From an optimization exercise on the open Yosys and OpenROAD flow, aimed at small area and a short achievable clock period; shortcuts taken in it are not production practice. The RTL was checked by simulation tests, not by an equivalence proof against the original design. Power figures rest on the tool's default switching activity, not on a simulated workload.

### flow/config.mk
export PLATFORM = sky130hd
export DESIGN_NAME = hqa_apg
export DESIGN_NICKNAME = hqa_apg
export VERILOG_FILES = /design/flow/design.v
export SDC_FILE = /design/flow/constraint.sdc
export NUM_CORES = 4
export LEC_CHECK = 0
export ABC_AREA = 1
export CAP_MARGIN = 20
export CORE_MARGIN = 2
export CORE_UTILIZATION = 45
export CTS_BUF_LIST = sky130_fd_sc_hd__clkbuf_16
export CTS_CLUSTER_DIAMETER = 80
export CTS_CLUSTER_SIZE = 30
export PLACE_DENSITY = 0.55
export SLEW_MARGIN = 20
### flow/constraint.sdc
create_clock -name core_clock -period 150.0 [get_ports {clk}]
set_input_delay 30.0000 -clock core_clock [delete_from_list [all_inputs] [get_ports {clk}]]
set_output_delay 30.0000 -clock core_clock [all_outputs]
set_load 0.01 [all_outputs]
### flow/run.sh
#!/bin/bash
# synth_recipe.tcl (not shown) runs the flow's synth.tcl, then flattens the netlist and writes it again
# the make line also repeats each setting of config.mk as NAME=value (left out here)
make -C /OpenROAD-flow-scripts/flow DESIGN_CONFIG=/design/flow/config.mk WORK_HOME=/design/flow/orfs CLKGATE_MAP_FILE= SYNTH_SCRIPT=/design/flow/synth_recipe.tcl finish
### flow/design.v
module apg_mod_part #(
    parameter MW    = 20,           
    parameter NB    = 10,           
    parameter FRESH = 0,            
    parameter NRIP  = 0             
) (
    input  wire [MW-1:0] p0,
    input  wire [NB-1:0] nb,
    input  wire [MW-1:0] m,
    output wire [MW-1:0] p
);
    wire [MW:0] hz;
    assign hz[MW] = 1'b1;
    genvar k;
    generate
        for (k = MW - 1; k >= 0; k = k - 1) begin : g_hz
            assign hz[k] = hz[k+1] & ~m[k];
        end
    endgenerate
    wire [MW-1:0] pp [0:NB];
    assign pp[0] = p0;
    genvar i;
    generate
        for (i = 0; i < NB; i = i + 1) begin : g_st
            localparam integer W = (FRESH && i + 1 < MW + 1) ? i + 1 : MW + 1;
            wire [W-1:0] t;
            if (W == 1) begin : g_t0
                assign t = nb[NB-1-i];
            end else begin : g_tn
                assign t = {pp[i][W-2:0], nb[NB-1-i]};
            end
            wire [W:0] s;
            if (W <= MW) begin : g_nar
                wire [W-1:0] mn = ~m[W-1:0];
                assign s = {1'b0, t} + {1'b0, mn};
                wire ge = s[W] & hz[W];
                wire [W-1:0] q = ge ? s[W-1:0] : t;
                if (W < MW) begin : g_pad
                    assign pp[i+1] = {{(MW-W){1'b0}}, q};
                end else begin : g_full
                    assign pp[i+1] = q;
                end
            end else if (i < NRIP) begin : g_rip
                wire [W-1:0] mn = ~{1'b0, m};
                wire [W:0] c;
                assign c[0] = 1'b0;
                genvar b;
                for (b = 0; b < W; b = b + 1) begin : g_b
                    assign s[b]   = t[b] ^ mn[b] ^ c[b];
                    assign c[b+1] = (t[b] & mn[b]) | (c[b] & (t[b] ^ mn[b]));
                end
                assign s[W] = c[W];
                wire ge = s[W];
                wire [W-1:0] q = ge ? s[W-1:0] : t;
                assign pp[i+1] = q[MW-1:0];
            end else begin : g_wid
                wire [W-1:0] mn = ~{1'b0, m};
                assign s = {1'b0, t} + {1'b0, mn};
                wire ge = s[W];
                wire [W-1:0] q = ge ? s[W-1:0] : t;
                assign pp[i+1] = q[MW-1:0];
            end
        end
    endgenerate
    assign p = pp[NB];
endmodule
module apg_addr_gen #(
    parameter W = 20,
    parameter L = 9
) (
    input  wire [2:0]     op,       
    input  wire           hold,     
    input  wire [W-1:0]   aw,       
    input  wire           rawf,
    input  wire [W+L-1:0] ai,       
    input  wire [W-1:0]   m,        
    input  wire [W-1:0]   ival,     
    input  wire           ld,       
    input  wire           ld_lim,   
    input  wire [W-1:0]   ld_val,   
    input  wire           h_a,      
    input  wire           h_m,      
    input  wire [W-1:0]   h_val,    
    output wire [W-1:0]   a,        
    output wire [W-1:0]   ar,       
    output wire [W-1:0]   naw,      
    output reg  [W+L-1:0] nai,      
    output wire [W-1:0]   nm,       
    output reg            cwr,      
    output reg            cval,     
    output wire           eqm,      
    output wire           eq0,      
    output wire           addc      
);
    localparam OP_HOLD = 3'd0, OP_INC  = 3'd1, OP_DEC  = 3'd2, OP_COMP = 3'd3,
               OP_LDI  = 3'd4, OP_ADDI = 3'd5, OP_SAVI = 3'd6, OP_ZERO = 3'd7;
    apg_mod_part #(.MW(W), .NB(L), .FRESH(0), .NRIP(2)) u_lo (
        .p0(ai[W+L-1:L]), .nb(ai[L-1:0]), .m(m), .p(ar));
    assign a   = rawf ? aw : ar;
    assign eqm = (a == m);
    assign eq0 = (a == {W{1'b0}});
    reg  [W-1:0] pa, qa, dm;
    reg          ci;
    always @(*) begin
        pa = {W{1'b0}};
        qa = {W{1'b0}};
        ci = 1'b0;
        dm = m;
        if (h_m) begin
            pa = a;
            dm = h_val;
        end else if (h_a) begin
            qa = h_val;
        end else if (ld) begin
            if (ld_lim) begin
                pa = ar;
                dm = ld_val;
            end else
                qa = ld_val;
        end else begin
            case (op)
                OP_INC:  begin pa = a; qa = {{(W-1){1'b0}}, 1'b1}; end
                OP_DEC:  begin pa = a; qa = m; end
                OP_COMP: begin pa = m; qa = ~ar; ci = 1'b1; end
                OP_ADDI: begin pa = a; qa = ival; end
                default: qa = ival;
            endcase
        end
    end
    wire [W:0] dsum = {1'b0, pa} + {1'b0, qa} + {{W{1'b0}}, ci};
    wire [W:0] dn   = {dsum[W] & ~ci, dsum[W-1:0]};
    assign addc = dn > {1'b0, m};
    wire [W-1:0] ph;
    apg_mod_part #(.MW(W), .NB(W + 1 - L), .FRESH(1)) u_hi (
        .p0({W{1'b0}}), .nb(dn[W:L]), .m(dm), .p(ph));
    wire [W+L-1:0] dv = {ph, dn[L-1:0]};
    assign nm  = (h_m || (ld && ld_lim)) ? dm : m;
    assign naw = h_m ? a : h_val;
    always @(*) begin
        nai  = dv;
        cwr  = 1'b0;
        cval = 1'b0;
        if (!(h_a || h_m || ld)) begin
            cwr = 1'b1;
            case (op)
                OP_HOLD, OP_SAVI: begin
                    nai = {{L{1'b0}}, ar};
                    cwr = 1'b0;
                end
                OP_INC:  cval = eqm;
                OP_DEC:  cval = eq0;
                OP_ADDI: cval = addc;
                OP_ZERO: nai = {(W+L){1'b0}};
                default: ;
            endcase
            if (hold) begin
                nai = {{L{1'b0}}, ar};
                cwr = 1'b0;
            end
        end
    end
endmodule
module hqa_apg (
    input  wire        clk,
    input  wire        rst,           
    input  wire        busy,          
    input  wire        iss_valid,
    input  wire [7:0]  iss_xop,
    input  wire [7:0]  iss_yop,
    input  wire [7:0]  iss_dop,
    input  wire [7:0]  iss_opc,
    input  wire [31:0] iss_opd,
    input  wire        iss_clr_xc,    
    input  wire        iss_clr_yc,    
    output reg  [7:0]  iss_fault,     
    input  wire        host_we,
    input  wire        host_tbl,      
    input  wire [14:0] host_addr,
    input  wire [31:0] host_wdata,
    output reg  [31:0] host_rdata,
    output wire [19:0] px,
    output wire [15:0] py,
    output wire [31:0] dseen,
    output wire        xcarry,
    output wire        ycarry
);
    reg        scr_en, topo_en, rec_phys, wr_busy;
    localparam LX = 6, LY = 5;        
    reg [19:0] xw, xmax;
    reg [19+LX:0] xi;
    reg        xrawf;
    reg [15:0] yw, ymax;
    reg [15+LY:0] yi;
    reg        yrawf;
    reg [31:0] db;
    reg [1:0]  dmode;
    reg [19:0] ireg [0:3];
    reg [31:0] bg   [0:3];
    reg [19:0] dxm;
    reg [15:0] dym;
    reg [5:0]  sel  [0:3];
    reg [31:0] topo [0:15];           
    reg [15:0] tv;
    reg        xc, yc;
    assign xcarry = xc;
    assign ycarry = yc;
    wire [19:0] x, xr;
    wire [15:0] y, yr;
    assign px = x;
    assign py = y;
    wire        par   = ^(x & dxm) ^ ^(y & dym);
    wire        dflip = (dmode == 2'd1) ? (x[0] ^ y[0]) : (dmode == 2'd2) ? par : 1'b0;
    wire [31:0] d     = (dmode == 2'd3) ? {y, x[15:0]} : (db ^ {32{dflip}});
    function sel_bit(input [5:0] s, input [19:0] ax, input [15:0] ay);
        if (s < 6'd20)
            sel_bit = ax[s[4:0]];
        else if (s >= 6'd32 && s < 6'd48)
            sel_bit = ay[s[3:0]];
        else
            sel_bit = 1'b0;
    endfunction
    wire [3:0] tidx = {sel_bit(sel[3], px, py), sel_bit(sel[2], px, py),
                       sel_bit(sel[1], px, py), sel_bit(sel[0], px, py)};
    wire       tsee = topo_en & tv[tidx];
    assign dseen = d ^ (topo[tidx] & {32{tsee}});
    localparam OPC_SETX = 8'h30, OPC_SETY = 8'h31, OPC_SETD = 8'h32, OPC_SETI = 8'h33;
    localparam F_BAD_OPERAND = 8'h06, F_APG_OP = 8'h10, F_APG_CONFLICT = 8'h11;
    function addr_op_bad(input [7:0] b);
        addr_op_bad = (b[7:6] != 2'b00)
                   || (b[4:3] != 2'b00 && !(b[2:0] == 3'd4 || b[2:0] == 3'd5 || b[2:0] == 3'd6))
                   || (b[5] && !(b[2:0] == 3'd1 || b[2:0] == 3'd2 || b[2:0] == 3'd5));
    endfunction
    function data_op_bad(input [7:0] b);
        data_op_bad = (b[7:6] != 2'b00) || (b[3:0] >= 4'hA)
                   || (b[5:4] != 2'b00 && (b[3:0] == 4'h0 || b[3:0] == 4'h1 ||
                                           b[3:0] == 4'h7 || b[3:0] == 4'h8 || b[3:0] == 4'h9));
    endfunction
    wire [2:0] xo = iss_xop[2:0];
    wire [2:0] yo = iss_yop[2:0];
    wire [1:0] xn = iss_xop[4:3];
    wire [1:0] yn = iss_yop[4:3];
    wire       xsav = (xo == 3'd6);
    wire       ysav = (yo == 3'd6);
    wire       is_setx = (iss_opc == OPC_SETX);
    wire       is_sety = (iss_opc == OPC_SETY);
    wire       is_setd = (iss_opc == OPC_SETD);
    wire       is_seti = (iss_opc == OPC_SETI);
    wire [1:0] seti_n  = iss_opd[31:30];
    always @(*) begin
        iss_fault = 8'h00;
        if (iss_valid) begin
            if ((is_setx && iss_opd[30:20] != 0) || (is_sety && iss_opd[30:16] != 0) ||
                (is_seti && iss_opd[29:20] != 0))
                iss_fault = F_BAD_OPERAND;
            else if (addr_op_bad(iss_xop) || addr_op_bad(iss_yop) || data_op_bad(iss_dop))
                iss_fault = F_APG_OP;
            else if ((iss_xop[5] && iss_yop != 0) || (iss_yop[5] && iss_xop != 0))
                iss_fault = F_APG_CONFLICT;
            else if ((is_setx && (iss_xop != 0 || iss_yop[5])) ||
                     (is_sety && (iss_yop != 0 || iss_xop[5])) ||
                     (is_setd && iss_dop != 0) ||
                     (is_seti && ((xsav && xn == seti_n) || (ysav && yn == seti_n))) ||
                     (xsav && ysav && xn == yn))
                iss_fault = F_APG_CONFLICT;
        end
    end
    wire do_issue = iss_valid && (iss_fault == 8'h00);
    localparam A_CTRL = 15'h100, A_X = 15'h104, A_Y = 15'h108, A_D = 15'h10C,
               A_XMAX = 15'h110, A_YMAX = 15'h114, A_I0 = 15'h120, A_BG0 = 15'h130,
               A_DXM = 15'h140, A_DYM = 15'h144, A_TSEL = 15'h148,
               A_PX = 15'h150, A_PY = 15'h154;
    wire reg_wr   = host_we && !host_tbl;
    wire wr_ok    = !busy;                                   
    wire hw       = reg_wr && wr_ok;
    wire h_x      = hw && host_addr == A_X;
    wire h_y      = hw && host_addr == A_Y;
    wire h_xmax   = hw && host_addr == A_XMAX;
    wire h_ymax   = hw && host_addr == A_YMAX;
    localparam OP_INC = 3'd1, OP_DEC = 3'd2, OP_ADDI = 3'd5;
    wire [19:0] iv_x = ireg[xn];
    wire [15:0] iv_y = ireg[yn][15:0];
    wire        x_addc, y_addc, x_eqm, x_eq0, y_eqm, y_eq0;
    wire chain_x = iss_xop[5] && ((xo == OP_INC && x_eqm) || (xo == OP_DEC && x_eq0) ||
                                  (xo == OP_ADDI && x_addc));
    wire chain_y = iss_yop[5] && ((yo == OP_INC && y_eqm) || (yo == OP_DEC && y_eq0) ||
                                  (yo == OP_ADDI && y_addc));
    wire [2:0] xop_div = iss_yop[5] ? ((yo == OP_DEC) ? OP_DEC : OP_INC) : xo;
    wire [2:0] yop_div = iss_xop[5] ? ((xo == OP_DEC) ? OP_DEC : OP_INC) : yo;
    wire [19:0] xw_new, xmax_new;
    wire [19+LX:0] xi_new;
    wire [15:0] yw_new, ymax_new;
    wire [15+LY:0] yi_new;
    wire        x_cwr, x_cv, y_cwr, y_cv;
    apg_addr_gen #(.W(20), .L(LX)) u_xgen (
        .op(xop_div), .hold(iss_yop[5] && !chain_y),
        .aw(xw), .rawf(xrawf), .ai(xi), .m(xmax), .ival(iv_x),
        .ld(is_setx), .ld_lim(iss_opd[31]), .ld_val(iss_opd[19:0]),
        .h_a(h_x), .h_m(h_xmax), .h_val(host_wdata[19:0]),
        .a(x), .ar(xr), .naw(xw_new), .nai(xi_new), .nm(xmax_new),
        .cwr(x_cwr), .cval(x_cv), .eqm(x_eqm), .eq0(x_eq0), .addc(x_addc));
    apg_addr_gen #(.W(16), .L(LY)) u_ygen (
        .op(yop_div), .hold(iss_xop[5] && !chain_x),
        .aw(yw), .rawf(yrawf), .ai(yi), .m(ymax), .ival(iv_y),
        .ld(is_sety), .ld_lim(iss_opd[31]), .ld_val(iss_opd[15:0]),
        .h_a(h_y), .h_m(h_ymax), .h_val(host_wdata[15:0]),
        .a(y), .ar(yr), .naw(yw_new), .nai(yi_new), .nm(ymax_new),
        .cwr(y_cwr), .cval(y_cv), .eqm(y_eqm), .eq0(y_eq0), .addc(y_addc));
    wire [3:0]  dopc = iss_dop[3:0];
    wire [31:0] bgn  = bg[iss_dop[5:4]];
    reg  [31:0] db_new;
    reg  [1:0]  dm_new;
    always @(*) begin
        dm_new = 2'd0;
        if (is_setd)
            db_new = iss_opd;
        else begin
            case (dopc)
                4'h0:    db_new = d;
                4'h1:    db_new = ~d;
                4'h2:    db_new = bgn;
                4'h3:    db_new = ~bgn;
                4'h4:    begin db_new = bgn; dm_new = 2'd1; end
                4'h5:    begin db_new = bgn; dm_new = 2'd2; end
                4'h6:    db_new = d ^ bgn;
                4'h7:    db_new = {d[30:0], d[31]};
                4'h8:    db_new = {d[0], d[31:1]};
                4'h9:    begin db_new = d; dm_new = 2'd3; end
                default: db_new = d;
            endcase
        end
    end
    wire ctrl_hit = reg_wr && host_addr == A_CTRL;
    wire ctrl_chg = host_wdata[2:0] != {rec_phys, topo_en, scr_en};
    wire gated_hit = reg_wr && (host_addr == A_X || host_addr == A_Y || host_addr == A_D ||
                                host_addr == A_XMAX || host_addr == A_YMAX ||
                                (host_addr >= A_I0 && host_addr <= A_I0 + 15'hC && host_addr[1:0] == 2'b00) ||
                                (host_addr >= A_BG0 && host_addr <= A_BG0 + 15'hC && host_addr[1:0] == 2'b00) ||
                                host_addr == A_DXM || host_addr == A_DYM || host_addr == A_TSEL);
    wire ctrl_ok  = !busy || !ctrl_chg;                      
    wire ignored  = busy && (gated_hit || (ctrl_hit && ctrl_chg));
    wire tbl_topo = host_tbl && host_addr[14:6] == 9'h100 && host_addr[1:0] == 2'b00;
    always @(*) begin
        host_rdata = 32'h0;
        if (host_tbl) begin
            if (tbl_topo && tv[host_addr[5:2]])
                host_rdata = topo[host_addr[5:2]];
        end else begin
            case (host_addr)
                A_CTRL: host_rdata = {wr_busy, 28'h0, rec_phys, topo_en, scr_en};
                A_X:    host_rdata = {12'h0, x};
                A_Y:    host_rdata = {16'h0, y};
                A_D:    host_rdata = d;
                A_XMAX: host_rdata = {12'h0, xmax};
                A_YMAX: host_rdata = {16'h0, ymax};
                15'h120, 15'h124, 15'h128, 15'h12C: host_rdata = {12'h0, ireg[host_addr[3:2]]};
                15'h130, 15'h134, 15'h138, 15'h13C: host_rdata = bg[host_addr[3:2]];
                A_DXM:  host_rdata = {12'h0, dxm};
                A_DYM:  host_rdata = {16'h0, dym};
                A_TSEL: host_rdata = {2'b0, sel[3], 2'b0, sel[2], 2'b0, sel[1], 2'b0, sel[0]};
                A_PX:   host_rdata = {12'h0, px};
                A_PY:   host_rdata = {16'h0, py};
                default: host_rdata = 32'h0;
            endcase
        end
    end
    integer k;
    always @(posedge clk) begin
        if (rst) begin
            scr_en   <= 1'b0;
            topo_en  <= 1'b0;
            rec_phys <= 1'b1;
            wr_busy  <= 1'b0;
            xw       <= 20'h0;
            xi       <= {(20+LX){1'b0}};
            xrawf    <= 1'b0;
            yw       <= 16'h0;
            yi       <= {(16+LY){1'b0}};
            yrawf    <= 1'b0;
            xmax     <= 20'hF_FFFF;
            ymax     <= 16'hFFFF;
            db       <= 32'h0;
            dmode    <= 2'd0;
            dxm      <= 20'h0;
            dym      <= 16'h0;
            xc       <= 1'b0;
            yc       <= 1'b0;
            tv       <= 16'h0;
            for (k = 0; k < 4; k = k + 1) begin
                ireg[k] <= 20'h0;
                bg[k]   <= 32'h0;
                sel[k]  <= 6'h0;
            end
        end else begin
            db    <= d;
            dmode <= 2'd0;
            if (do_issue) begin
                xi    <= xi_new;
                xrawf <= 1'b0;
                xmax  <= xmax_new;
                yi    <= yi_new;
                yrawf <= 1'b0;
                ymax  <= ymax_new;
                db    <= db_new;
                dmode <= dm_new;
                if (xsav)
                    ireg[xn] <= xr;
                if (ysav)
                    ireg[yn] <= {4'h0, yr};
                if (is_seti)
                    ireg[seti_n] <= iss_opd[19:0];
                if (iss_clr_xc)
                    xc <= 1'b0;
                else if (x_cwr)
                    xc <= x_cv;
                if (iss_clr_yc)
                    yc <= 1'b0;
                else if (y_cwr)
                    yc <= y_cv;
            end
            if (ctrl_hit && ctrl_ok) begin
                scr_en   <= host_wdata[0];
                topo_en  <= host_wdata[1];
                rec_phys <= host_wdata[2];
            end
            if (ignored)
                wr_busy <= 1'b1;
            else if (ctrl_hit && host_wdata[31])
                wr_busy <= 1'b0;
            if (h_x || h_xmax) begin
                xw    <= xw_new;
                xi    <= xi_new;
                xrawf <= 1'b1;
                xmax  <= xmax_new;
            end
            if (h_y || h_ymax) begin
                yw    <= yw_new;
                yi    <= yi_new;
                yrawf <= 1'b1;
                ymax  <= ymax_new;
            end
            if (hw) begin
                case (host_addr)
                    A_D:    db   <= host_wdata;
                    15'h120, 15'h124, 15'h128, 15'h12C: ireg[host_addr[3:2]] <= host_wdata[19:0];
                    15'h130, 15'h134, 15'h138, 15'h13C: bg[host_addr[3:2]]   <= host_wdata;
                    A_DXM:  dxm  <= host_wdata[19:0];
                    A_DYM:  dym  <= host_wdata[15:0];
                    A_TSEL: begin
                        sel[0] <= host_wdata[5:0];
                        sel[1] <= host_wdata[13:8];
                        sel[2] <= host_wdata[21:16];
                        sel[3] <= host_wdata[29:24];
                    end
                    default: ;
                endcase
            end
            if (host_we && tbl_topo)
                tv[host_addr[5:2]] <= 1'b1;
        end
    end
    always @(posedge clk) begin
        if (host_we && tbl_topo)
            topo[host_addr[5:2]] <= host_wdata;
    end
endmodule
==> results of run 1 <==
[routing by layer]
layer / vias up / share of wire (%) / global-route usage (%)
met3: 1655 / 13 / 14.6
met2: 6361 / 41 / 67.0
li1: 38633 / - / -
met5: - / 0.085 / 0.344
met1: 41714 / 37 / 56.2
met4: 30 / 9.0 / 34.0
[final timing paths]
path | to | startpoint | slack, ps | cells past startpoint
setup reg to reg | xi[6] | xmax[0] | 90230 | 301
setup / recovery | host_rdata[11] | host_addr[2] | 84150 | 16
hold reg to reg | yrawf | yrawf | 470 | 2
hold / removal | yrawf | yrawf | 470 | 2
[cells in the mapped netlist, types with 79 or more instances]
cell / count / share of area [%]
clkbuf_1: 402 / 1.9
edfxtp_1: 720 / 27
nand3_1: 876 / 5.4
buf_2: 114 / 0.71
dfxtp_1: 228 / 5.7
xor2_1: 185 / 2.0
inv_1: 1077 / 5.0
a31oi_1: 138 / 1.1
o211ai_1: 202 / 1.9
nor3_1: 142 / 0.88
nand2_1: 2600 / 12
o221ai_1: 79 / 0.86
xnor2_1: 90 / 0.98
o22ai_1: 346 / 2.7
nor2_1: 578 / 2.7
fa_1: 97 / 2.4
o21ai_0: 1032 / 6.4
a21oi_1: 787 / 4.9
ha_1: 413 / 6.4
[flip-flops by register name, indices dropped and copies added, names as in the netlist, 20 cells and up]
name and flops:
ireg 80, dxm 20, xi 21, sel 24, db 32, topo 512
bg 128, xw 20, xmax 20
[logic make-up (layout without fill, tap and decap cells)]
group,Yosys count,in the layout,share of synthesized area [%]
compound gates,3035,3035,22.1
xor+xnor,275,275,2.99
fa+ha+maj,510,510,8.83
buf+inv,1767,1791,8.80
flops,948,948,32.5
mux,45,45,0.559
other cells,1,51,0.00466
simple gates,4550,4550,24.2
[power by group]
group	total [mW]	switching [mW]	leakage [nW]	internal [mW]
logic	0.109	0.0778	28.1	0.0312
clock network	0.243	0.128	1.41	0.115
registers	0.286	0.00212	8.48	0.284
total	0.638	0.208	38.0	0.430
[cell type report]
cell class | count | share of cell area, %
multi-input cells | 8419 | 53.9
flip-flops and latches | 948 | 29.6
inverters | 1147 | 4.91
repair buffers | 496 | 4.81
well taps | 2355 | 3.33
clock buffers | 81 | 2.29
clock inverters | 67 | 1.03
diodes | 47 | 0.133
[worst register-to-register path, delay by kind of cell, from the launching register on]
family          cells  cell delay [ps]
compound gates     95            16190
xor+xnor            1              160
mux                 1              170
flops               1              620
simple gates      113            16300
fa+ha+maj          59            20810
buf+inv            32             5480
==> impl_metrics.yaml, run 1 <==
routing:
  drc: 0
  drtIter0Drc: 13647
  vias_per_cell: 6.52
  via_count: 88393
  ant_nets: 0
  drt_pass1_iterations: 10
  wire_per_inst_um: 31.7
  routed_wl_mm: 430
timing:
  slew_headroom_pct: 14.9
  finalHoldViolations: 0
  clock_skew_ps: 99.3
  setup_slack_ps: 84150
  hold_slack_ps: 471
  drv_slew: 0
  tightestPinTransition_ps: 1260
  period_share_pct: 43.9
  max_freq_ghz: 0.0152
  final.setup.tns_ps: 0
  finalSetupViolations: 0
  rsz0062_at_grt: "no"
  min_period_ps: 65850
floorplanning:
  die_h_um: 427
  dieArea_um2: 182000
  ios: 229
  num_rows: 155
  die_w_um: 427
  core_um2: 178000
  start_util_pct: 45.2
yosys:
  synth_cells: 11131
  ys_types: 87
  synth-main-ff-cell: "edfxtp_1"
  synthesis.area_um2: 80500
  postSynthAreaPerCell_um2: 7.23
  synth-seq-area-share_pct: 32.5
  yosysWarnings: 8
  synth_edf_count: 720
  synth_seq_cells: 948
  async_flop_share_pct: 0
final_layout:
  fin_util_pct: 49.6
  drive_gt1_share_pct: 7.10
  regArea_um2: 26200
  multi_input_area_um2: 47600
  nFillCells: 17571
  instances_no_fill: 13560
  final_common_cell: "nand2_1"
  area_growth_pct: 9.76
  nNetsFinal: 11720
  layout_common_cells: "nand2_1 (2592), inv_1 (1075), o21ai_0 (1015)"
  finalInstanceArea_um2: 88400
grt:
  grt_first_pass_wirelength_mm: 597
  first_global_vias: 80696
  grt_util_all_layers_pct: 45.8
  overflow: 0
  antenna_found_initial: 48
  grt_start_max_net_pins: 148
clock_tree:
  cts.clk_slew.worst_paths_ps: 70
  cts_buffers: 79
  hold_buffers: 0
  cts_buffer_depth: 3
  insertion_delay_ps: 820
  cts_max_level: 3
  cts_tree: "yes"
  ctsResizeCount: 0
  cts_setup_buffers: 0
  clock_sinks: 948
  root_buffer: "clkbuf_16"
place:
  gp_congestion: 1.08
  dp_cells: 13363
  io_buffers: 224
  place_area_um2: 85300
  place_hpwl_mm: 303
  dpl_worst_slack_ps: 84290
power_and_ir_drop:
  powerDensity_nw_per_um2: 7.21
  leakagePower_nw: 38.0
  design_power_total_mw: 0.638
  vdd.ir_drop.worst_mv: 0.00765
setup_path:
  path_cells: "buf_4 -> buf_4 -> nor2_1 -> inv_4 -> nor4_1 -> nand3_1 -> o21ai_0 -> nor2_4 -> buf_4 -> inv_1 -> nand2_1 -> o31ai_1 -> a2111oi_1 -> o21ai_0 -> a22o_1 -> clkdlybuf4s50_1"
  slowest_stage: "a2111oi_1"
  crit_buf_inv: 6
  crit_fanout: 59
  crit_family: "buffers and inverters"
  cp-start-kind: "primary input"
  critPathMaxStageDelay_ps: 1060
  cp-end-kind: "primary output"
  critical_path_arrival_ps: 35850
  cp.required_ps: 120000
  critPathMostFrequentCell: "buf_4"
  worstSetupPathType: "in2out"
flow_run:
  max-cap-violations: 0
worst_hold_path:
  worstHoldPathType: "reg2reg"
run_status:
  status: "finished clean"
==> run 2: changes to the inputs <==
==> flow/flow/run.sh (new file) <==
#!/bin/bash
# The standard layout (the standard.sh, standard synthesis), with three
# changes to how it is made:
#  - ports are buffered with buf_1 rather than the flow's default cell
#    (every input and output port still gets its own buffer);
#  - clock tree synthesis does not add dummy loads;
set -euo pipefail
cd "$(dirname "$0")/.."
bash standard.sh \
  "BUFFER_PORTS_ARGS=-buffer_cell sky130_fd_sc_hd__buf_1" \
  "CTS_ARGS=-sink_clustering_enable -repair_clock_nets -buf_list sky130_fd_sc_hd__clkbuf_16 -sink_clustering_size 30 -sink_clustering_max_diameter 80 -dont_use_dummy_load" \
  "SETUP_SLACK_MARGIN=87" \
  finish > make.log 2>&1
==> flow/standard.sh (new file) <==
#!/bin/bash
# synth_recipe.tcl (not shown) runs the flow's synth.tcl, then flattens the netlist and writes it again
# the make line also repeats each setting of config.mk as NAME=value (left out here)
make -C /OpenROAD-flow-scripts/flow DESIGN_CONFIG=/design/flow/config.mk WORK_HOME=/design/flow/orfs CLKGATE_MAP_FILE= SYNTH_SCRIPT=/design/flow/synth_recipe.tcl "${@:-finish}"
removed: flow/run.sh
==> run 2 against run 1 <==
Largest power group unchanged. Synthesized area stayed put. Final cell count fell by 0.12%. Clock power is 18% lower. Cell area is 0.73% lower. Worst hold slack got worse by 4.9 ps. Critical endpoint is now host_rdata[6]. Sequential power about the same. Die area unchanged. Global-route usage grew 0.056 points. Combinational power barely moved. Via count is 0.45% higher. Setup slack improved by 2800 ps.
==> impl_metrics.yaml, run 2 <==
run_status:
  status: "finished clean"
floorplanning:
  ios: 229
  start_util_pct: 45.2
  die_w_um: 427
  core_um2: 178000
  die_h_um: 427
  dieArea_um2: 182000
  num_rows: 155
power_and_ir_drop:
  powerDensity_nw_per_um2: 6.81
  design_power_total_mw: 0.597
  internal-power_mw: 0.411
  clkPwrFrac_pct: 33.5
  p_comb_share_pct: 18.6
  power_switching_mw: 0.186
  vdd.ir_drop.worst_mv: 0.00870
  p_seq_share_pct: 47.9
  power_switching_share_pct: 31.1
  leakagePower_nw: 37.8
timing:
  setup_slack_ps: 86930
  hold_slack_ps: 466
  min_period_ps: 63070
  final.setup.tns_ps: 0
  rsz0062_at_grt: "no"
  drv_slew: 0
  period_share_pct: 42.0
  finalHoldViolations: 0
  slew_headroom_pct: 10.9
  tightestPinTransition_ps: 1320
  finalSetupViolations: 0
  max_freq_ghz: 0.0159
  clock_skew_ps: 112
grt:
  antenna_found_initial: 46
  grt_start_max_net_pins: 212
  first_global_vias: 80216
  grt_first_pass_wirelength_mm: 598
  grt_util_all_layers_pct: 45.9
  overflow: 0
yosys:
  postSynthAreaPerCell_um2: 7.23
  synth_top_cell_by_area: "edfxtp_1"
  synthTopCellsByArea: "edfxtp_1 (27%), nand2_1 (12%), ha_1 (6.4%)"
  synth_top_area_share_pct: 26.9
  synth-main-ff-cell: "edfxtp_1"
  synth_edf_count: 720
  synth-seq-area-share_pct: 32.5
  yosys-top-cells-count: "nand2_1 (2600), inv_1 (1077), o21ai_0 (1032), nand3_1 (876), a21oi_1 (787)"
  synth_cells: 11131
  async_flop_share_pct: 0
  yosysWarnings: 8
  synthesis.area_um2: 80500
  synthMostInstantiatedCell: "nand2_1"
  synth_seq_cells: 948
  ys_types: 87
final_layout:
  largest_reg_flops: 512
  layout_common_cells: "nand2_1 (2570), inv_1 (1059), o21ai_0 (982)"
  area_growth_pct: 8.96
  fin_util_pct: 49.3
  instances_no_fill: 13544
  final_common_cell: "nand2_1"
  finalInstanceArea_um2: 87700
  nNetsFinal: 11773
  drive_gt1_share_pct: 8.25
setup_path:
  worstSetupPathType: "in2out"
  r2r-end: "xi[6]"
  timing.rr.start: "xmax[0]"
  crit_fanout: 15
  critical_path_arrival_ps: 33070
  r2r_cells: 306
  cp.required_ps: 120000
  cp-start-kind: "primary input"
  r2r_slack_ps: 94370
  cp-end-kind: "primary output"
routing:
  routed_wl_mm: 437
  vias_per_cell: 6.56
  ant_nets: 0
  drtIter0Drc: 13119
  drc: 0
  wire_per_inst_um: 32.2
  drt_pass1_iterations: 8
  via_count: 88792
worst_hold_path:
  min_to: "yrawf"
  holdPathStages: 2
  worstHoldPathType: "reg2reg"
  min-delay-start: "yrawf"
clock_tree:
  cts.clk_slew.worst_paths_ps: 40
  cts_buffers: 82
  cts_max_level: 3
  hold_buffers: 0
  insertion_delay_ps: 770
  cts_buffer_depth: 3
  clock_sinks: 948
  root_buffer: "clkbuf_16"
  cts_tree: "yes"
flow_run:
  max-cap-violations: 0
place:
  dp_cells: 13352
  dpl_worst_slack_ps: 84790
  io_buffers: 224
  gp_congestion: 1.08
  place_hpwl_mm: 303
  place_area_um2: 83900
==> run 2: cell types whose count changed in the layout (fill, tap and decap cells not counted), sizes merged, moves of 25 or more <==
| cell | previous run | this run |
|---|---|---|
| clkbuf | 81 | 112 |
| clkdlybuf4s50 | 205 | 0 |
| clkinv | 45 | 20 |
| inv | 1159 | 1120 |
| buf | 291 | 507 |
==> run 2: worst max-delay path: stages <==
cell	delay (ps)
buf_2	170
nand3b_1	410
nor2_4	320
buf_12	150
nand2_1	40
o21ai_0	280
nor2_4	70
buf_12	180
nor3_1	420
nor3_1	130
o21ai_0	100
a21oi_1	140
o21ai_2	190
a22o_1	270
buf_1	170
==> run 2: power by group through the flow <==
stage	logic (mW)	clock network, mW	registers (mW)
3_3_place_gp	0.102	0	0.292
3_5_place_dp	0.103	0	0.292
4_1_cts	0.105	0.199	0.286
6_report	0.111	0.200	0.286
5_1_grt	0.118	0.206	0.286
2_1_floorplan	0.0621	0	0.291
==> run 2: how the worst max path moves through the flow <==
stage | slack [ps] | end | from | cells past startpoint
6_report | 86930 | host_rdata[6] | host_addr[14] | 15
5_1_grt | 86860 | xi[6] | iss_yop[5] | 208
4_1_cts | 86910 | host_rdata[9] | host_addr[5] | 18
3_5_place_dp | 84790 | xi[6] | host_addr[2] | 207
3_3_place_gp | 85580 | xi[6] | host_addr[5] | 208
2_1_floorplan | 87220 | host_rdata[29] | host_addr[2] | 15
==> run 2: layout make-up <==
class | count | area [µm²]
fillers | 17756 | 90300
clock buffers | 82 | 2050
inverters | 1147 | 4420
repair inverters | 3 | 18.8
multi-input cells | 8422 | 48300
well taps | 2355 | 2950
repair buffers | 540 | 3730
diodes | 47 | 118
flip-flops and latches | 948 | 26200
==> run 2: what timing repair did <==
action,CTS,global route
pin swaps,6,17
buffers inserted,10,40
resized for setup,132,133
cloned,5,8
setup endpoints to repair,48,77
==> run 2: logic make-up (layout without fill, tap and decap cells) <==
kind of cell / Yosys count / count (layout) / share of synthesized area [%]
buffers and inverters: 1767 / 1772 / 8.80
xor gates and xnor gates: 275 / 275 / 2.99
and+or+nand+nor: 4550 / 4553 / 24.2
adders and majority gates: 510 / 510 / 8.83
other: 1 / 51 / 0.00466
muxes: 45 / 45 / 0.559
AOI/OAI and AO/OA: 3035 / 3035 / 22.1
DFF: 948 / 948 / 32.5
==> run 2: routing by layer <==
metal  global-route usage [%]  routed length (µm)  share of wire [%]
met1                     56.4              161000                 37
met4                     35.7               40600                9.3
met5                    0.291                 245              0.056
met2                     66.8              180000                 41
met3                     14.0               55100                 13
==> run 3: changes to the inputs <==
--- a/flow/design.v
+++ b/flow/design.v
@@ -70,6 +70,7 @@
 ) (
     input  wire [2:0]     op,       
     input  wire           hold,     
+    input  wire           idle,     
     input  wire [W-1:0]   aw,       
     input  wire           rawf,
     input  wire [W+L-1:0] ai,       
@@ -158,6 +159,8 @@
                 cwr = 1'b0;
             end
         end
+        if (idle)
+            nai = {{L{1'b0}}, ar};
     end
 endmodule
 module hqa_apg (
@@ -292,14 +295,14 @@
     wire [15+LY:0] yi_new;
     wire        x_cwr, x_cv, y_cwr, y_cv;
     apg_addr_gen #(.W(20), .L(LX)) u_xgen (
-        .op(xop_div), .hold(iss_yop[5] && !chain_y),
+        .op(xop_div), .hold(iss_yop[5] && !chain_y), .idle(!do_issue && !h_x && !h_xmax),
         .aw(xw), .rawf(xrawf), .ai(xi), .m(xmax), .ival(iv_x),
         .ld(is_setx), .ld_lim(iss_opd[31]), .ld_val(iss_opd[19:0]),
         .h_a(h_x), .h_m(h_xmax), .h_val(host_wdata[19:0]),
         .a(x), .ar(xr), .naw(xw_new), .nai(xi_new), .nm(xmax_new),
         .cwr(x_cwr), .cval(x_cv), .eqm(x_eqm), .eq0(x_eq0), .addc(x_addc));
     apg_addr_gen #(.W(16), .L(LY)) u_ygen (
-        .op(yop_div), .hold(iss_xop[5] && !chain_x),
+        .op(yop_div), .hold(iss_xop[5] && !chain_x), .idle(!do_issue && !h_y && !h_ymax),
         .aw(yw), .rawf(yrawf), .ai(yi), .m(ymax), .ival(iv_y),
         .ld(is_sety), .ld_lim(iss_opd[31]), .ld_val(iss_opd[15:0]),
         .h_a(h_y), .h_m(h_ymax), .h_val(host_wdata[15:0]),
@@ -393,11 +396,11 @@
         end else begin
             db    <= d;
             dmode <= 2'd0;
+            xi    <= xi_new;
+            yi    <= yi_new;
             if (do_issue) begin
-                xi    <= xi_new;
                 xrawf <= 1'b0;
                 xmax  <= xmax_new;
-                yi    <= yi_new;
                 yrawf <= 1'b0;
                 ymax  <= ymax_new;
                 db    <= db_new;
@@ -428,19 +431,17 @@
                 wr_busy <= 1'b0;
             if (h_x || h_xmax) begin
                 xw    <= xw_new;
-                xi    <= xi_new;
                 xrawf <= 1'b1;
                 xmax  <= xmax_new;
             end
             if (h_y || h_ymax) begin
                 yw    <= yw_new;
-                yi    <= yi_new;
                 yrawf <= 1'b1;
                 ymax  <= ymax_new;
             end
             if (hw) begin
                 case (host_addr)
-                    A_D:    db   <= host_wdata;
+                    A_D:    begin db <= host_wdata; dmode <= 2'd0; end
                     15'h120, 15'h124, 15'h128, 15'h12C: ireg[host_addr[3:2]] <= host_wdata[19:0];
                     15'h130, 15'h134, 15'h138, 15'h13C: bg[host_addr[3:2]]   <= host_wdata;
                     A_DXM:  dxm  <= host_wdata[19:0];
--- a/flow/config.mk
+++ b/flow/config.mk
@@ -6,11 +6,11 @@
 export NUM_CORES = 4
 export LEC_CHECK = 0
 export ABC_AREA = 1
-export CAP_MARGIN = 20
+export CAP_MARGIN = 30
 export CORE_MARGIN = 2
 export CORE_UTILIZATION = 45
 export CTS_BUF_LIST = sky130_fd_sc_hd__clkbuf_16
 export CTS_CLUSTER_DIAMETER = 80
 export CTS_CLUSTER_SIZE = 30
 export PLACE_DENSITY = 0.55
-export SLEW_MARGIN = 20
+export SLEW_MARGIN = 30
==> run 3 against run 2 <==
Global-route usage grew 3.1 points. Sequential cell count is the same. Largest cell class unchanged. Still clean. Cell area grew 0.11%. Sequential share of layout area is essentially flat. Clock power shrank 3%. Via count grew 0.98%. Total power shrank 1.7%. Combinational power shrank 5%. Non-clock buffer count grew 48. Setup slack lost 130 ps. Worst hold slack gained 12 ps.
==> impl_metrics.yaml, run 3 <==
yosys:
  yosysWarnings: 8
  synthesis.area_um2: 80000
  synth-seq-area-share_pct: 32.7
  synth_top_cell_by_area: "edfxtp_1"
  synthMostInstantiatedCell: "nand2_1"
  yosys-top-cells-count: "nand2_1 (2531), inv_1 (1098), o21ai_0 (1006), nand3_1 (894), a21oi_1 (813)"
  synth_seq_cells: 948
  synth-main-ff-cell: "edfxtp_1"
  synth_cells: 11034
  ys_types: 78
  postSynthAreaPerCell_um2: 7.25
  synth_top_area_share_pct: 27.0
  synth_edf_count: 720
  synthTopCellsByArea: "edfxtp_1 (27%), nand2_1 (12%), ha_1 (6.4%)"
  async_flop_share_pct: 0
clock_tree:
  insertion_delay_ps: 750
  cts_buffer_depth: 3
  clock_sinks: 948
  hold_buffers: 0
  cts_max_level: 3
  cts_tree: "yes"
  cts_buffers: 79
  root_buffer: "clkbuf_16"
  cts.clk_slew.worst_paths_ps: 70
power_and_ir_drop:
  powerDensity_nw_per_um2: 6.68
  design_power_total_mw: 0.587
  leakagePower_nw: 37.7
  vdd.ir_drop.worst_mv: 0.00698
routing:
  vias_per_cell: 6.66
  ant_nets: 0
  drt_pass1_iterations: 10
  wire_per_inst_um: 34.1
  routed_wl_mm: 459
  drtIter0Drc: 14812
  drc: 0
  via_count: 89664
grt:
  antenna_found_initial: 62
  first_global_vias: 81091
  overflow: 0
  grt_start_max_net_pins: 179
  grt_util_all_layers_pct: 48.9
  grt_first_pass_wirelength_mm: 626
setup_path:
  cp-end-kind: "primary output"
  cp.required_ps: 120000
  r2r-end: "u_xgen.ai[6]"
  crit_fanout: 10
  worstSetupPathType: "in2out"
  r2r_slack_ps: 93660
  critical_path_arrival_ps: 33200
  cp-start-kind: "primary input"
  r2r_cells: 293
  timing.rr.start: "xmax[0]"
final_layout:
  largest_reg_flops: 512
  layout_common_cells: "nand2_1 (2507), inv_1 (1084), o21ai_0 (947)"
  nNetsFinal: 11722
  area_growth_pct: 9.73
  final_common_cell: "nand2_1"
  drive_gt1_share_pct: 7.87
run_status:
  status: "finished clean"
floorplanning:
  dieArea_um2: 181000
  core_um2: 176000
  die_h_um: 426
  start_util_pct: 45.3
  die_w_um: 426
  ios: 229
  num_rows: 154
timing:
  finalSetupViolations: 0
  rsz0062_at_grt: "yes"
  drv_slew: 0
  clock_skew_ps: 106
  tightestPinTransition_ps: 1140
  slew_headroom_pct: 23.2
  max_freq_ghz: 0.0158
  period_share_pct: 42.1
  final.setup.tns_ps: 0
  min_period_ps: 63200
  finalHoldViolations: 0
worst_hold_path:
  min-delay-start: "tv[8]"
  min_to: "tv[8]"
  worstHoldPathType: "reg2reg"
  holdPathStages: 2
place:
  gp_congestion: 1.15
  place_hpwl_mm: 329
  io_buffers: 224
flow_run:
  max-cap-violations: 0
[run 3: critical path, cell delays in order]
cell and delay (ps):
buf_2 210, inv_1 140, nand3_2 150, buf_4 140, inv_1 60, nand2_1 130
nor3_4 60, inv_1 80, nor2_1 60, buf_6 170, buf_4 160, a22oi_2 520
o31ai_2 230, a2111oi_2 350, o21ai_2 270, a22o_1 310, buf_1 150
[run 3: how the worst max path moves through the flow]
stage | slack, ps | depth (start not counted) | startpoint | end
6_report | 86800 | 17 | host_addr[14] | host_rdata[14]
5_1_grt | 86740 | 207 | host_addr[13] | u_xgen.ai[10]
4_1_cts | 87000 | 13 | host_addr[2] | host_rdata[30]
3_5_place_dp | 84030 | 195 | host_addr[3] | u_xgen.ai[10]
3_3_place_gp | 84440 | 196 | host_addr[3] | u_xgen.ai[7]
2_1_floorplan | 87000 | 18 | host_addr[2] | host_rdata[24]
[run 3: power by group]
group / total [mW] / internal [mW] / switching [mW]
Clock: 0.195 / 0.0926 / 0.102
Sequential: 0.286 / 0.284 / 0.00204
Combinational: 0.106 / 0.0295 / 0.0769
[run 3: repair_timing]
item                       CTS  global route
setup endpoints to repair   47            80
gates resized for setup    165           128
gates cloned                10             2
hold endpoints to repair     0             0
setup buffers               23            31
pin swaps                   10            22
[run 3: final cells by class]
cell class | instances | area, µm²
sequential | 948 | 26200
tap | 2340 | 2930
timing repair inverter | 3 | 21.3
fill | 17493 | 88700
inverter | 1163 | 4480
timing repair buffer | 588 | 4180
antenna | 38 | 95.1
multi-input combinational | 8311 | 48000
clock buffer | 79 | 1980
[run 3: cell families (layout without fill, tap and decap cells)]
kind of cell               Yosys count  after routing  synth area share [%]
and+or+nand+nor                   4444           4446                  23.6
DFF                                948            948                  32.7
AOI/OAI and AO/OA                 3019           3020                  22.2
buffers and inverters             1781           1833                  8.85
other                                1             42               0.00469
muxes                               48             48                 0.600
xor gates and xnor gates           284            284                  3.11
adders and majority gates          509            509                  8.87
[run 3: per-stage QoR]
stage | util [%] | std cells | setup WS [ps] | hold slack [ps] | area, µm²
global route | 49.7 | 13437 | 86740 | 497 | 87700
detailed placement | 47.5 | 13284 | 84030 | 462 | 83900
floorplan | - | 11037 | 87000 | 443 | 80100
CTS | 49.2 | 13396 | 87000 | 474 | 86900
finish | 49.8 | 13470 | 86800 | 478 | 87800
global placement | 47.5 | 13281 | 84440 | 463 | 83800
[run 3: routing by layer]
metal	up-vias	GRT usage, %	routed length [µm]
met1	42320	58.6	162000
met4	34	43.4	52400
li1	38476	-	-
met5	-	1.38	767
met2	6956	69.3	182000
met3	1878	16.6	60900

## static timing again, ports no longer ideal
No port has a modelled driver above. Below, the same layouts with a new extraction and two added sets of constraints. Step 1 (the two cells are an assumption about what drives the block):
set clk [get_ports {clk}]
set_driving_cell -lib_cell sky130_fd_sc_hd__clkbuf_16 $clk
set_driving_cell -lib_cell sky130_fd_sc_hd__buf_2 [delete_from_list [all_inputs] $clk]
Step 2 times the ports against the registers' clock, not the clock port: input delays grow and output delays shrink by t, the midpoint of the rising clock arrivals with the driver on. a / b / c = no drivers / after step 1 / after step 2; a / b = the first two.
run | shift t [ns] | setup slack, ns | hold WS [ns] | latest minus earliest clock arrival (ns)
run 1 | 0.867 | 84.145 / 84.113 / 83.620 | 0.471 / 0.471 / 0.471 | 0.106 / 0.106
run 2 | 0.826 | 86.934 / 86.910 / 86.910 | 0.466 / 0.466 / 0.466 | 0.133 / 0.133
run 3 | 0.803 | 86.799 / 86.779 / 86.779 | 0.478 / 0.478 / 0.478 | 0.114 / 0.113
After both steps setup and hold are still met in every run listed. For run 1, which loses most, drivers alone change the setup slack by -0.032 ns; drivers and shift together by -0.525 ns.
